From an optimization exercise on the open Yosys and OpenROAD flow, aimed at small area, a short achievable clock period and few clock cycles per item; shortcuts taken in it are not production practice.
The RTL was checked by simulation tests, not by an equivalence proof against the original design.

**design/flow/run.sh**
```bash
#!/bin/bash
# synth_recipe.tcl (not shown) runs the flow's synth.tcl, then flattens the netlist and writes it again
# the make line also repeats each setting of config.mk as NAME=value (left out here)
make -C /OpenROAD-flow-scripts/flow DESIGN_CONFIG=/design/flow/config.mk WORK_HOME=/design/flow/orfs CLKGATE_MAP_FILE= SYNTH_SCRIPT=/design/flow/synth_recipe.tcl finish
```
**design/flow/design.v**
```verilog
module cfma_core (
    input  wire [63:0] a,
    input  wire [63:0] b,
    input  wire [63:0] c,
    output reg  [63:0] r
);
    localparam [63:0] QNAN = 64'h7FF8_0000_0000_0000;
    wire        sa = a[63], sb = b[63], sc = c[63];
    wire [10:0] ea = a[62:52], eb = b[62:52], ec = c[62:52];
    wire [51:0] ma = a[51:0],  mb = b[51:0],  mc = c[51:0];
    wire a_zero = (ea == 11'd0);             
    wire b_zero = (eb == 11'd0);
    wire c_zero = (ec == 11'd0);
    wire a_inf  = (ea == 11'h7FF) && (ma == 52'd0);
    wire b_inf  = (eb == 11'h7FF) && (mb == 52'd0);
    wire c_inf  = (ec == 11'h7FF) && (mc == 52'd0);
    wire a_nan  = (ea == 11'h7FF) && (ma != 52'd0);
    wire b_nan  = (eb == 11'h7FF) && (mb != 52'd0);
    wire c_nan  = (ec == 11'h7FF) && (mc != 52'd0);
    wire [52:0] sig_a = a_zero ? 53'd0 : {1'b1, ma};
    wire [52:0] sig_b = b_zero ? 53'd0 : {1'b1, mb};
    wire [52:0] sig_c = c_zero ? 53'd0 : {1'b1, mc};
    wire sp     = sa ^ sb;                   
    wire p_zero = a_zero | b_zero;
    wire p_inf  = a_inf | b_inf;
    wire eff_sub = sp ^ sc;
    wire res_nan = a_nan | b_nan | c_nan
                 | (p_inf & p_zero)
                 | (p_inf & c_inf & eff_sub);
    wire res_inf = p_inf | c_inf;
    wire inf_sign = p_inf ? sp : sc;
    wire [105:0] prod = sig_a * sig_b;
    wire signed [13:0] ep  = $signed({3'b0, ea}) + $signed({3'b0, eb}) - 14'sd2150;
    wire signed [13:0] ecl = $signed({3'b0, ec}) - 14'sd1075;
    wire signed [13:0] sh  = $signed({3'b0, ea}) + $signed({3'b0, eb})
                           - $signed({3'b0, ec}) - 14'sd967;
    wire ref_c = !c_zero && (p_zero || (sh <= 14'sd0));
    reg [7:0] sh_c;
    always @(*) begin
        if (ref_c || c_zero)
            sh_c = 8'd0;
        else if (sh > 14'sd255)
            sh_c = 8'd255;
        else
            sh_c = sh[7:0];
    end
    wire [324:0] c_shifted = {sig_c, 272'd0} >> sh_c;
    wire         c_sticky  = |c_shifted[163:0];
    wire [162:0] c_win     = {1'b0, c_shifted[324:164], c_sticky};
    wire [162:0] p_win     = {56'd0, prod, 1'b0};
    wire signed [13:0] e0 = ref_c ? (ecl - 14'sd109) : (ep - 14'sd1);
    wire [163:0] sum  = {1'b0, p_win} + {1'b0, c_win};
    wire [163:0] diff = {1'b0, p_win} - {1'b0, c_win};
    wire         diff_neg = diff[163];
    reg  [162:0] mag;
    reg          sign;
    always @(*) begin
        if (!eff_sub) begin
            mag  = sum[162:0];
            sign = sp;
        end else if (diff_neg) begin
            mag  = -diff[162:0];
            sign = sc;
        end else begin
            mag  = diff[162:0];
            sign = sp;
        end
    end
    wire mag_zero = (mag == 163'd0);
    reg [7:0] lz;
    integer i;
    always @(*) begin
        lz = 8'd163;
        for (i = 0; i < 163; i = i + 1)
            if (mag[i])
                lz = 8'd162 - i[7:0];
    end
    wire [162:0] norm = mag << lz;
    wire signed [13:0] be = e0 + 14'sd162 - $signed({6'd0, lz}) + 14'sd1023;
    wire [52:0] sig53    = norm[162:110];
    wire        guard    = norm[109];
    wire        sticky   = |norm[108:0];
    wire        round_up = guard & (sticky | sig53[0]);
    wire [53:0] sig_rnd  = {1'b0, sig53} + {53'd0, round_up};
    wire signed [13:0] be_rnd = sig_rnd[53] ? be + 14'sd1 : be;
    wire [51:0]        frac   = sig_rnd[53] ? sig_rnd[52:1] : sig_rnd[51:0];
    always @(*) begin
        if (res_nan)
            r = QNAN;
        else if (res_inf)
            r = {inf_sign, 11'h7FF, 52'd0};
        else if (mag_zero)
            r = {(eff_sub ? 1'b0 : sp), 63'd0};
        else if (be <= 14'sd0) begin
            if (be == 14'sd0 && (&sig53))
                r = {sign, 11'd1, 52'd0};
            else
                r = {sign, 63'd0};
        end else if (be_rnd >= 14'sd2047)
            r = {sign, 11'h7FF, 52'd0};
        else
            r = {sign, be_rnd[10:0], frac};
    end
endmodule
module caldera_fma (
    input  wire        clk,
    input  wire        rst,
    input  wire        in_valid,
    output wire        in_ready,
    input  wire [1:0]  in_op,
    input  wire [63:0] in_a,
    input  wire [63:0] in_b,
    input  wire [63:0] in_c,
    output reg         out_valid,
    output reg  [63:0] out_result
);
    reg        s1_valid;
    reg [1:0]  s1_op;
    reg [63:0] s1_a, s1_b, s1_c;
    assign in_ready = 1'b1;
    always @(posedge clk) begin
        if (rst) begin
            s1_valid <= 1'b0;
        end else begin
            s1_valid <= in_valid;
        end
        if (in_valid) begin
            s1_op <= in_op;
            s1_a  <= in_a;
            s1_b  <= in_b;
            s1_c  <= in_c;
        end
    end
    localparam [63:0] ONE      = 64'h3FF0_0000_0000_0000;
    localparam [63:0] NEG_ZERO = 64'h8000_0000_0000_0000;
    reg [63:0] fa, fb, fc;
    always @(*) begin
        fa = s1_a;
        fb = s1_b;
        fc = s1_c;
        case (s1_op)
            2'd1: fc = NEG_ZERO;
            2'd2: fb = ONE;
            2'd3: begin fb = ONE; fc = {~s1_c[63], s1_c[62:0]}; end
            default: ;
        endcase
    end
    wire [63:0] result;
    cfma_core u_core (
        .a(fa),
        .b(fb),
        .c(fc),
        .r(result)
    );
    always @(posedge clk) begin
        if (rst) begin
            out_valid <= 1'b0;
        end else begin
            out_valid <= s1_valid;
        end
        if (s1_valid) begin
            out_result <= result;
        end
    end
endmodule
```
**design/flow/config.mk**
```make
export PLATFORM = sky130hd
export DESIGN_NAME = caldera_fma
export DESIGN_NICKNAME = caldera_fma
export VERILOG_FILES = /design/flow/design.v
export SDC_FILE = /design/flow/constraint.sdc
export NUM_CORES = 4
export LEC_CHECK = 0
export CAP_MARGIN = 20
export CORE_MARGIN = 2
export CORE_UTILIZATION = 30
export PLACE_DENSITY = 0.45
export SETUP_SLACK_MARGIN = 1.5
export SLEW_MARGIN = 20
```
**design/flow/constraint.sdc**
```tcl
create_clock -name core_clock -period 32.0 [get_ports {clk}]
set_input_delay 6.4000 -clock core_clock [delete_from_list [all_inputs] [get_ports {clk}]]
set_output_delay 6.4000 -clock core_clock [all_outputs]
set_load 0.01 [all_outputs]
```
==> flow_summary.yaml <==
outcome:
  status: "finished clean"
grt:
  antenna_found_initial: 83
  grt_start_max_net_pins: 86
  grt_pass1_wl_microns: 1190000
  grtUsageTotal: 0.332
  grt_overflow: 0
  grt_pass1_vias: 146000
logic_synthesis:
  synthCells: 18700
  synth_area_sq_mm: 0.150
  synth_top_area_frac: 0.349
  post_synth_main_area_contributors: "fa_1, inv_1, nand2_1"
  synth_cell_type_count: 138
  synth_seq_area_share: 0.0520
  ys.flop_type: "edfxtp_1"
  ys_ff_latch: 260
  netlist_top_cells_count: "inv_1, fa_1, nand2_1, nor2_1, clkbuf_1"
  synth_top_area_cell: "fa_1"
  synthArstFlopShare: 0
  yosys_warnings: 2
  syn_nets: 22300
  postSynthAreaPerCell_sq_um: 7.99
  synth_most_common_cell: "inv_1"
  synth_edf_count: 258
timing:
  clock_skew_ns: 0.0647
  rsz0062_at_grt: "false"
  clock.fmax_mhz: 34.1
  hold-worst-slack_ns: 0.913
  timing.setup.tns_ns: 0
  finalCritPeriodShare: 0.916
  finalSetupViolCount: 0
  hold_violations: 0
  finalMaxSlewViolations: 0
  slew_headroom: 0.0571
  worst_pin_slew_ns: 1.41
  period_minus_slack_ns: 29.30
  worst_slack_ns: 2.70
floorplan:
  die_x_microns: 711
  start_util: 0.301
  coreArea_sq_mm: 0.497
  dieArea_sq_mm: 0.505
  pin_count: 263
  num_rows: 259
  die_h_microns: 711
layout:
  stdcell_area_sq_mm: 0.167
  final_nets: 22500
  final_layout_size_suffix_gt1_frac: 0.0981
  area_growth_pct: 11.8
placement:
  post_dp_cell_area_sq_mm: 0.166
  dp_hpwl_microns: 709000
  gp_congestion: 1.03
  io_buffers: 261
  pre_cts_slack_ns: 1.26
clock_network:
  cts-root-buf: "clkbuf_16"
  clk_pin_slew_worst_paths_ns: 0.07
  cts_tree: "yes"
  clockBufferDepth: 3
  cts_buffers: 37
  clock_latency_ns: 0.78
  cts-htree-levels: 2
  postCtsHoldBufs: 0
  clock_sinks: 260
drt:
  wl_per_cell_microns: 33.4
  drc: 0
  drt-total-wl_microns: 857000
  viasPerCell: 5.80
  antenna_left: 0
  dr.pass1.iters: 7
  dr_total_vias: 149000
  drt_iter0_drc: 17700
critical_path:
  crit_path_start_kind: "flop"
  cp.required_ns: 32.59
  cp_slowest_cell: "a221oi_1"
  crit_type: "reg -> reg"
  cp-end-kind: "flop"
  crit_arrival_ns: 29.89
  worstPathMaxFanout: 33
  critPathMaxStageDelay_ns: 1.09
hold_path:
  hold_class: "reg -> reg"
job:
  cap_violations: 0
-- metal layers --
metal,vias to the layer above,wire (microns),track usage,part of all wire
met5,-,299,0,0.00035
met4,46,43500,0.139,0.051
met3,1381,82200,0.0690,0.096
met2,8020,369000,0.502,0.43
met1,77000,362000,0.459,0.42
li1,62500,-,-,-
-- state kept, by name, indices dropped and copies added, names as in the netlist --
name	cells
out_valid	1
s1_valid	1
s1_c	64
s1_b	64
out_result	64
s1_op	2
s1_a	64
-- logic make-up (layout without fill, tap and decap cells) --
| logic type | count (synthesis) | in the layout | synth area share |
|---|---|---|---|
| and+or+nand+nor | 6664 | 6664 | 0.209 |
| buffers and inverters | 4140 | 4402 | 0.106 |
| adders and majority gates | 3363 | 3363 | 0.412 |
| AOI/OAI and AO/OA | 3308 | 3309 | 0.153 |
| xor gates and xnor gates | 563 | 563 | 0.0331 |
| muxes | 441 | 441 | 0.0347 |
| DFF | 260 | 260 | 0.0520 |
| other | 1 | 37 | 0.0000250 |
-- cell usage in the layout (no fill, tap or decap), types with 142 or more instances in the layout --
cell type and n:
mux2i_1 262, nand3_1 363, nand4_1 142, xor2_1 160, nor2_1 1360, buf_4 1125, xnor2_1 400, o211ai_1 146
fa_1 2607, inv_1 2886, and3_1 589, and2_1 255, edfxtp_1 258, a21o_1 148, nor3_1 456, nor4_1 149
a21oi_1 707, o22ai_1 191, clkdlybuf4s50_1 260, o21ai_0 486, nand2_1 2575, ha_1 754
-- critical path, delay by kind of cell, from the launching register on --
family                     cells  cell delay (ns)
xor gates and xnor gates       2             0.63
and+or+nand+nor               21             3.88
DFF                            1             0.76
muxes                          1             0.20
buffers and inverters         20             3.78
AOI/OAI and AO/OA             60            14.81
adders and majority gates     11             4.91
-- worst paths after layout --
check,startpoint,end,slack [ns],depth (start not counted)
setup / recovery,s1_a[55],out_result[27],2.70,115
hold / removal,s1_valid,out_result[62],0.91,1
hold reg to reg,s1_valid,out_result[62],0.91,1
setup reg to reg,s1_a[55],out_result[27],2.70,115
-- cell type report --
class	instances	area, sq um
clock inverter	21	254
timing repair buffer	1433	12000
inverter	2904	10900
antenna	36	90.1
clock buffer	44	952
sequential	260	7790
fill	53200	330000
multi-input combinational	14300	127000
tap	6655	8330
-- per-stage QoR --
stage,std cells,util
global placement,25600,0.333
finish,25700,0.337
floorplan,18700,-
CTS,25600,0.335
detailed placement,25600,0.333
global route,25700,0.336
-- what timing repair did --
| action | in CTS | in global routing |
|---|---|---|
| resized for setup | 5 | 45 |
| gates cloned | 0 | 1 |
| endpoints found under the setup margin | 62 | 63 |
| setup buffers | 0 | 13 |
| pin swaps | 0 | 8 |
Testbench counts, summed over its fixed seeds: cycles 16,008, items 16,000.

-- port drivers added, routing unchanged --
In the flow no input, the clock included, has a driving cell. The finished layout below was timed again as built, in two steps. Step 1, drivers: a clkbuf_16 drives clk and a buf_2 each remaining input, both assumed. Step 2, shift: input delay + t, output delay - t, t = (earliest + latest rising clock arrival at the registers) / 2. This alone moves slack from input paths to output paths. Slacks: ideal ports / drivers / drivers and shift; pairs: ideal ports / drivers.
shift t [ns]: 0.871
setup WS [ns]: 2.701 / 2.701 / 2.701
hold slack, ns: 0.913 / 0.913 / 0.913
latest minus earliest clock arrival (ns): 0.065 / 0.065
slew at the worst register clock pin (ns): 0.07 / 0.07
After both steps this run still meets setup and hold. The setup slack of this run moves by 0.000 ns with the drivers and by 0.000 ns with both steps.
